Background: an optimization exercise with open tools, aiming at small area. Do not read the settings as production practice. In this exercise RTL edits were held to simulation tests only and were not proved equivalent to the original. Power figures rest on the tool's default switching activity, not on a simulated workload.

$ cat design/flow/design.v
module sinc3_dec #(
    parameter integer LOG2M = 4      
) (
    input  wire        clk,
    input  wire        rst,          
    input  wire        flush,        
    input  wire        stb,          
    input  wire        bit_in,       
    output reg         o_stb,        
    output reg         o_settled,    
    output reg  [23:0] o_data        
);
    localparam integer M3LOG = 3 * LOG2M;
    reg [31:0]      int1, int2, int3;
    reg [31:0]      dly1, dly2, dly3;
    reg [LOG2M-1:0] phase;           
    reg [1:0]       nout;            
    wire [31:0] int1_n = int1 + {31'd0, bit_in};
    wire [31:0] int2_n = int2 + int1_n;
    wire [31:0] int3_n = int3 + int2_n;
    wire [31:0] comb1 = int3_n - dly1;
    wire [31:0] comb2 = comb1 - dly2;
    wire [31:0] comb3 = comb2 - dly3;
    wire last = (phase == {LOG2M{1'b1}});
    wire signed [33:0] y = $signed({1'b0, comb3, 1'b0}) - $signed(34'd1 << M3LOG);
    reg  signed [33:0] scaled;
    always @(*) begin
        case (LOG2M)
            4:       scaled = y <<< 11;
            5:       scaled = y <<< 8;
            7:       scaled = y <<< 2;
            default: scaled = (y + 34'sd8) >>> 4;
        endcase
    end
    wire [23:0] sat = (scaled > 34'sd8388607)  ? 24'h7F_FFFF :
                      (scaled < -34'sd8388608) ? 24'h80_0000 : scaled[23:0];
    always @(posedge clk) begin
        if (rst) begin
            int1 <= 32'd0; int2 <= 32'd0; int3 <= 32'd0;
            dly1 <= 32'd0; dly2 <= 32'd0; dly3 <= 32'd0;
            phase     <= {LOG2M{1'b0}};
            nout      <= 2'd0;
            o_stb     <= 1'b0;
            o_settled <= 1'b0;
            o_data    <= 24'd0;
        end else begin
            o_stb <= 1'b0;
            if (flush) begin
                int1 <= 32'd0; int2 <= 32'd0; int3 <= 32'd0;
                dly1 <= 32'd0; dly2 <= 32'd0; dly3 <= 32'd0;
                phase <= {LOG2M{1'b0}};
                nout  <= 2'd0;
            end else if (stb) begin
                int1  <= int1_n;
                int2  <= int2_n;
                int3  <= int3_n;
                phase <= phase + 1'b1;
                if (last) begin
                    dly1      <= int3_n;
                    dly2      <= comb1;
                    dly3      <= comb2;
                    o_stb     <= 1'b1;
                    o_settled <= (nout == 2'd2) || (nout == 2'd3);
                    o_data    <= sat;
                    if (nout != 2'd3)
                        nout <= nout + 1'b1;
                end
            end
        end
    end
endmodule
module bs_channel (
    input  wire        clk,
    input  wire        rst,
    input  wire        flush,
    input  wire        stb,
    input  wire        bit_in,
    output wire [3:0]  o_stb,
    output wire [3:0]  o_settled,
    output wire [95:0] o_data
);
    sinc3_dec #(.LOG2M(4)) u_snap (
        .clk(clk), .rst(rst), .flush(flush), .stb(stb), .bit_in(bit_in),
        .o_stb(o_stb[0]), .o_settled(o_settled[0]), .o_data(o_data[23:0]));
    sinc3_dec #(.LOG2M(5)) u_std (
        .clk(clk), .rst(rst), .flush(flush), .stb(stb), .bit_in(bit_in),
        .o_stb(o_stb[1]), .o_settled(o_settled[1]), .o_data(o_data[47:24]));
    sinc3_dec #(.LOG2M(7)) u_port (
        .clk(clk), .rst(rst), .flush(flush), .stb(stb), .bit_in(bit_in),
        .o_stb(o_stb[2]), .o_settled(o_settled[2]), .o_data(o_data[71:48]));
    sinc3_dec #(.LOG2M(9)) u_long (
        .clk(clk), .rst(rst), .flush(flush), .stb(stb), .bit_in(bit_in),
        .o_stb(o_stb[3]), .o_settled(o_settled[3]), .o_data(o_data[95:72]));
endmodule
module bs_filt #(
    parameter integer NCH = 4
) (
    input  wire                clk,
    input  wire                rst,
    input  wire [NCH-1:0]      flush,
    input  wire [NCH-1:0]      mod_stb,
    input  wire [NCH-1:0]      mod_bit,
    output wire [4*NCH-1:0]    out_stb,
    output wire [4*NCH-1:0]    out_settled,
    output wire [96*NCH-1:0]   out_data
);
    genvar c;
    generate
        for (c = 0; c < NCH; c = c + 1) begin : g_ch
            bs_channel u_ch (
                .clk      (clk),
                .rst      (rst),
                .flush    (flush[c]),
                .stb      (mod_stb[c]),
                .bit_in   (mod_bit[c]),
                .o_stb    (out_stb[4*c +: 4]),
                .o_settled(out_settled[4*c +: 4]),
                .o_data   (out_data[96*c +: 96]));
        end
    endgenerate
endmodule
$ cat design/flow/run.sh
#!/bin/bash
# synth_recipe.tcl (not shown) runs the flow's synth.tcl, then flattens the netlist and writes it again
# the make line also repeats each setting of config.mk as NAME=value (left out here)
make -C /OpenROAD-flow-scripts/flow DESIGN_CONFIG=/design/flow/config.mk WORK_HOME=/design/flow/orfs CLKGATE_MAP_FILE= SYNTH_SCRIPT=/design/flow/synth_recipe.tcl finish
$ cat design/flow/config.mk
export PLATFORM = sky130hd
export DESIGN_NAME = bs_filt
export DESIGN_NICKNAME = bs_filt
export VERILOG_FILES = /design/flow/design.v
export SDC_FILE = /design/flow/constraint.sdc
export NUM_CORES = 4
export LEC_CHECK = 0
export CAP_MARGIN = 20
export CORE_MARGIN = 2
export CORE_UTILIZATION = 40
export SLEW_MARGIN = 20
$ cat design/flow/constraint.sdc
create_clock -name core_clock -period 16.0 [get_ports {clk}]
set_input_delay 3.2000 -clock core_clock [delete_from_list [all_inputs] [get_ports {clk}]]
set_output_delay 3.2000 -clock core_clock [all_outputs]
set_load 0.01 [all_outputs]
==> results.cfg <==
[detailed_routing]
drc = 0
drt_wl_total_mm = 511.0
antenna_left = 0
wire_per_inst_microns = 14.31
first_iter_violations = 9296
vias = 184400
via_per_inst = 5.164
dr.pass1.iters = 5

[global_route]
grt_pass1_wl_mm = 859.3
busiest_layer = met2
grt_util_met1_pct = 23.93
antenna_found_initial = 18
grt_pass1_vias = 175000
grt_usage_pct = 17.62
met2_usage_pct = 29.95
grt_overflow = 0
grt_start_max_net_pins = 212
use_met3_pct = 1.999

[critical_path]
timing.rr.start = g_ch[1].u_ch.u_port.int1[0]$_SDFFE_PP0P_
crit_type = primary input to flip-flop
worstSetupStartpointType = primary input
ff2ff_path_depth = 52
rrSetupSlack_ns = 4.49
critPathArrivalTime_ns = 15.41
worstPathRequired_ns = 16.86
cpMostUsedCell = ha_1
cp_slowest_cell = clkdlybuf4s50_1
worst-path-max-fanout = 19
cp-end-kind = flip-flop
critPathMaxStageDelay_ns = 0.82
timing.rr.end = g_ch[1].u_ch.u_port.o_data[3]$_SDFFE_PP0P_

[finish]
multi_input_area_sq_um = 145600
drive_gt1_share_pct = 3.592
final_util_pct = 44.40
syn2layout_area_growth_pct = 10.71
fillers = 54860
nets = 30440
layout_commonest_cell = nand2_1
mostFrequentLayoutCells = nand2_1 (3,608), dfxtp_1 (3,104), nor2_1 (3,055)
ff_latch_area_sq_um = 62140
finalNonFillerCells = 35720

[job]
maxCapViolCount = 0

[power_and_ir_drop]
leakagePower_nw = 99.84
irDropWorstVdd_uv = 168.1
power_density_nw_per_um2 = 118.7
total_power_w = 0.02890

[floorplan]
die_y_microns = 745.4
die_area_sq_um = 555600
coreArea_sq_um = 548300
start_util_pct = 40.10
rows = 272
pin_count = 430
die_w_microns = 745.4

[sta]
setup_slack_ns = 1.448
hold_viol_final = 0
slew_headroom_pct = 20.13
tightest_slew_ns = 1.168
clock_skew_ns = 0.06372
rsz0062_at_grt = no
finalCriticalPeriod_ns = 14.55
finalSetupViolCount = 0
final.setup.tns_ns = 0
min_period_over_period_pct = 90.95
maxSlewViolCount = 0
max_clock_freq_mhz = 68.72

[clock_tree]
clk_latency_ns = 1.00
cts_buffers = 390
cts_resized = 0
clkTransAtPathRegs_ns = 0.06
hold_buffers = 0
post_cts_buffers = 0
clock_path_buffers = 4
cts_root_buf = clkbuf_16
cts_tree = yes
ctsHtreeMaxLevel = 5
cts_sinks = 3104

[logic_synthesis]
yosysWarnings = 4
yosysUniqueCellTypes = 112
synth_cells = 28250
ys_async_sr_fraction_pct = 0
synth_seq_cells = 3104
synth-main-ff-cell = dfxtp_1
netlist_area_sq_um = 219900
syn_avg_cell_area_sq_um = 7.783
synth_edf_count = 0
synth.yosys.seq_area_share_pct = 28.26
synth.net_count = 30570

[worst_hold_path]
hp-start = g_ch[3].u_ch.u_snap.dly1[18]$_SDFFE_PP0P_
min_delay_worst_endpoint = g_ch[3].u_ch.u_snap.dly1[18]$_SDFFE_PP0P_
hold_class = flip-flop to flip-flop
min_path_cells = 2

[placement]
hpwl_mm = 366.5
gp_congestion = 0.8358
portBuffers = 429
placedCellCount = 34990
pre_cts_ws_ns = 0.3294

[outcome]
status = finished clean
==> synth_stat cells (all sizes together) (34+ instances only) <==
cell / n / share of area, %
a2111oi: 45 / 0.18
a211o: 54 / 0.22
a211oi: 428 / 1.5
a21boi: 125 / 0.43
a21o: 589 / 2.0
a21oi: 2744 / 6.2
a31o: 40 / 0.16
a31oi: 182 / 0.52
and2: 114 / 0.32
and3: 366 / 1.0
and4: 54 / 0.22
buf: 278 / 0.71
clkbuf: 800 / 1.4
dfxtp: 3104 / 28
fa: 76 / 0.69
ha: 2229 / 13
inv: 2061 / 3.5
mux2i: 845 / 3.8
nand2: 3622 / 6.2
nand2b: 254 / 0.72
nand3: 490 / 1.1
nand3b: 34 / 0.12
nand4: 202 / 0.58
nor2: 3063 / 5.2
nor2b: 258 / 0.73
nor3: 423 / 0.97
nor4: 71 / 0.23
o2111ai: 39 / 0.16
o211ai: 97 / 0.33
o21a: 309 / 1.1
o21ai: 1158 / 2.6
o21bai: 228 / 0.78
o22ai: 39 / 0.11
o31a: 38 / 0.15
o31ai: 84 / 0.29
o32ai: 51 / 0.20
or2: 86 / 0.24
or3: 220 / 0.63
xnor2: 1634 / 6.5
xor2: 1196 / 4.8
==> critical path, delay by kind of cell <==
kind / cells / cell delay, ns
AOI/OAI and AO/OA: 26 / 5.60
and+or+nand+nor: 12 / 2.15
adders and majority gates: 7 / 2.38
xor gates and xnor gates: 6 / 1.14
buffers and inverters: 2 / 0.88
==> cell families (layout without fill, tap and decap cells) <==
family | count (synthesis) | in the layout | share of synthesized area, %
simple gates | 9371 | 9371 | 18.79
compound gates | 6623 | 6623 | 18.52
buf+inv | 3140 | 3339 | 5.594
flops | 3104 | 3104 | 28.26
xor+xnor | 2856 | 2856 | 11.57
fa+ha+maj | 2310 | 2310 | 13.40
mux | 848 | 848 | 3.862
other cells | 0 | 5 | 0
==> per-stage QoR <==
stage / hold WS (ns) / area (sq um)
finish: 0.4508 / 243400
global route: 0.4625 / 243400
floorplan: 0.4256 / 219900
detailed placement: 0.4431 / 229900
CTS: 0.4512 / 243400
global placement: 0.4373 / 229900
==> layer usage <==
layer | share of wire, % | wire length, microns
met5 | 0 | 0
met4 | 2.2 | 11050
met3 | 3.4 | 17630
met2 | 45 | 229600
met1 | 49 | 252700
==> power breakdown <==
part | switching [W] | leakage (nW) | internal [W]
clock | 0.00370 | 6.63 | 0.00553
sequential | 0.0000128 | 25.0 | 0.00775
combinational | 0.00706 | 68.2 | 0.00485
==> cell type report <==
class                           instances  share of cell area (%)
Antenna cell                            5                0.005140
Tap cell                             7261                   3.732
Multi-Input combinational cell      22010                   59.81
Clock inverter                        151                  0.7767
Sequential cell                      3104                   25.53
Clock buffer                          572                   4.749
Timing Repair Buffer                  554                   2.219
Inverter                             2062                   3.183
==> sequential cells by signal, summed over array words and instances (netlist names), 128 cells and up <==
signal and flops:
g_ch.u_ch.u_long.dly1 128, g_ch.u_ch.u_long.dly2 128, g_ch.u_ch.u_long.dly3 128, g_ch.u_ch.u_long.int1 128
g_ch.u_ch.u_long.int2 128, g_ch.u_ch.u_long.int3 128
==> how the worst max path moves through the flow <==
| stage | from | endpoint | slack (ns) |
|---|---|---|---|
| 4_1_cts | mod_bit[2] | g_ch[2].u_ch.u_long.o_data[13]$_SDFFE_PP0P_ | 1.41 |
| 3_3_place_gp | mod_bit[2] | g_ch[2].u_ch.u_long.o_data[13]$_SDFFE_PP0P_ | 0.52 |
| 6_report | mod_bit[1] | g_ch[1].u_ch.u_port.o_data[3]$_SDFFE_PP0P_ | 1.45 |
| 5_1_grt | mod_bit[2] | g_ch[2].u_ch.u_long.o_data[13]$_SDFFE_PP0P_ | 0.26 |
| 2_1_floorplan | mod_bit[1] | g_ch[1].u_ch.u_port.o_data[12]$_SDFFE_PP0P_ | 2.83 |
| 3_5_place_dp | mod_bit[2] | g_ch[2].u_ch.u_long.o_data[1]$_SDFFE_PP0P_ | 0.33 |

[afterwards: timing with drivers on the ports]
The results above use ideal ports. As a check the final layout listed here was re-extracted and re-timed, cells and wires unchanged. Step 1 (the two cells are an assumption about what drives the block):
set clk [get_ports {clk}]
set_driving_cell -lib_cell sky130_fd_sc_hd__clkbuf_16 $clk
set_driving_cell -lib_cell sky130_fd_sc_hd__buf_2 [delete_from_list [all_inputs] $clk]
Step 2 moves the port delays by t, midway between the first and last clock arrival at a register: inputs arrive t later, outputs are due t later. That takes back most of the time a late clock gives input paths. Slacks: ideal ports / drivers / drivers and shift; pairs: ideal ports / drivers.
t (ns): 1.083
slack for setup (ns): 1.448 / 1.538 / 0.454
hold slack, ns: 0.451 / 0.451 / 0.451
worst setup path after step 2: input to register
clock arrival spread, ns: 0.071 / 0.071
After both steps this run still meets setup and hold. The setup slack of this run moves by +0.090 ns with the drivers and by -0.994 ns with both steps.
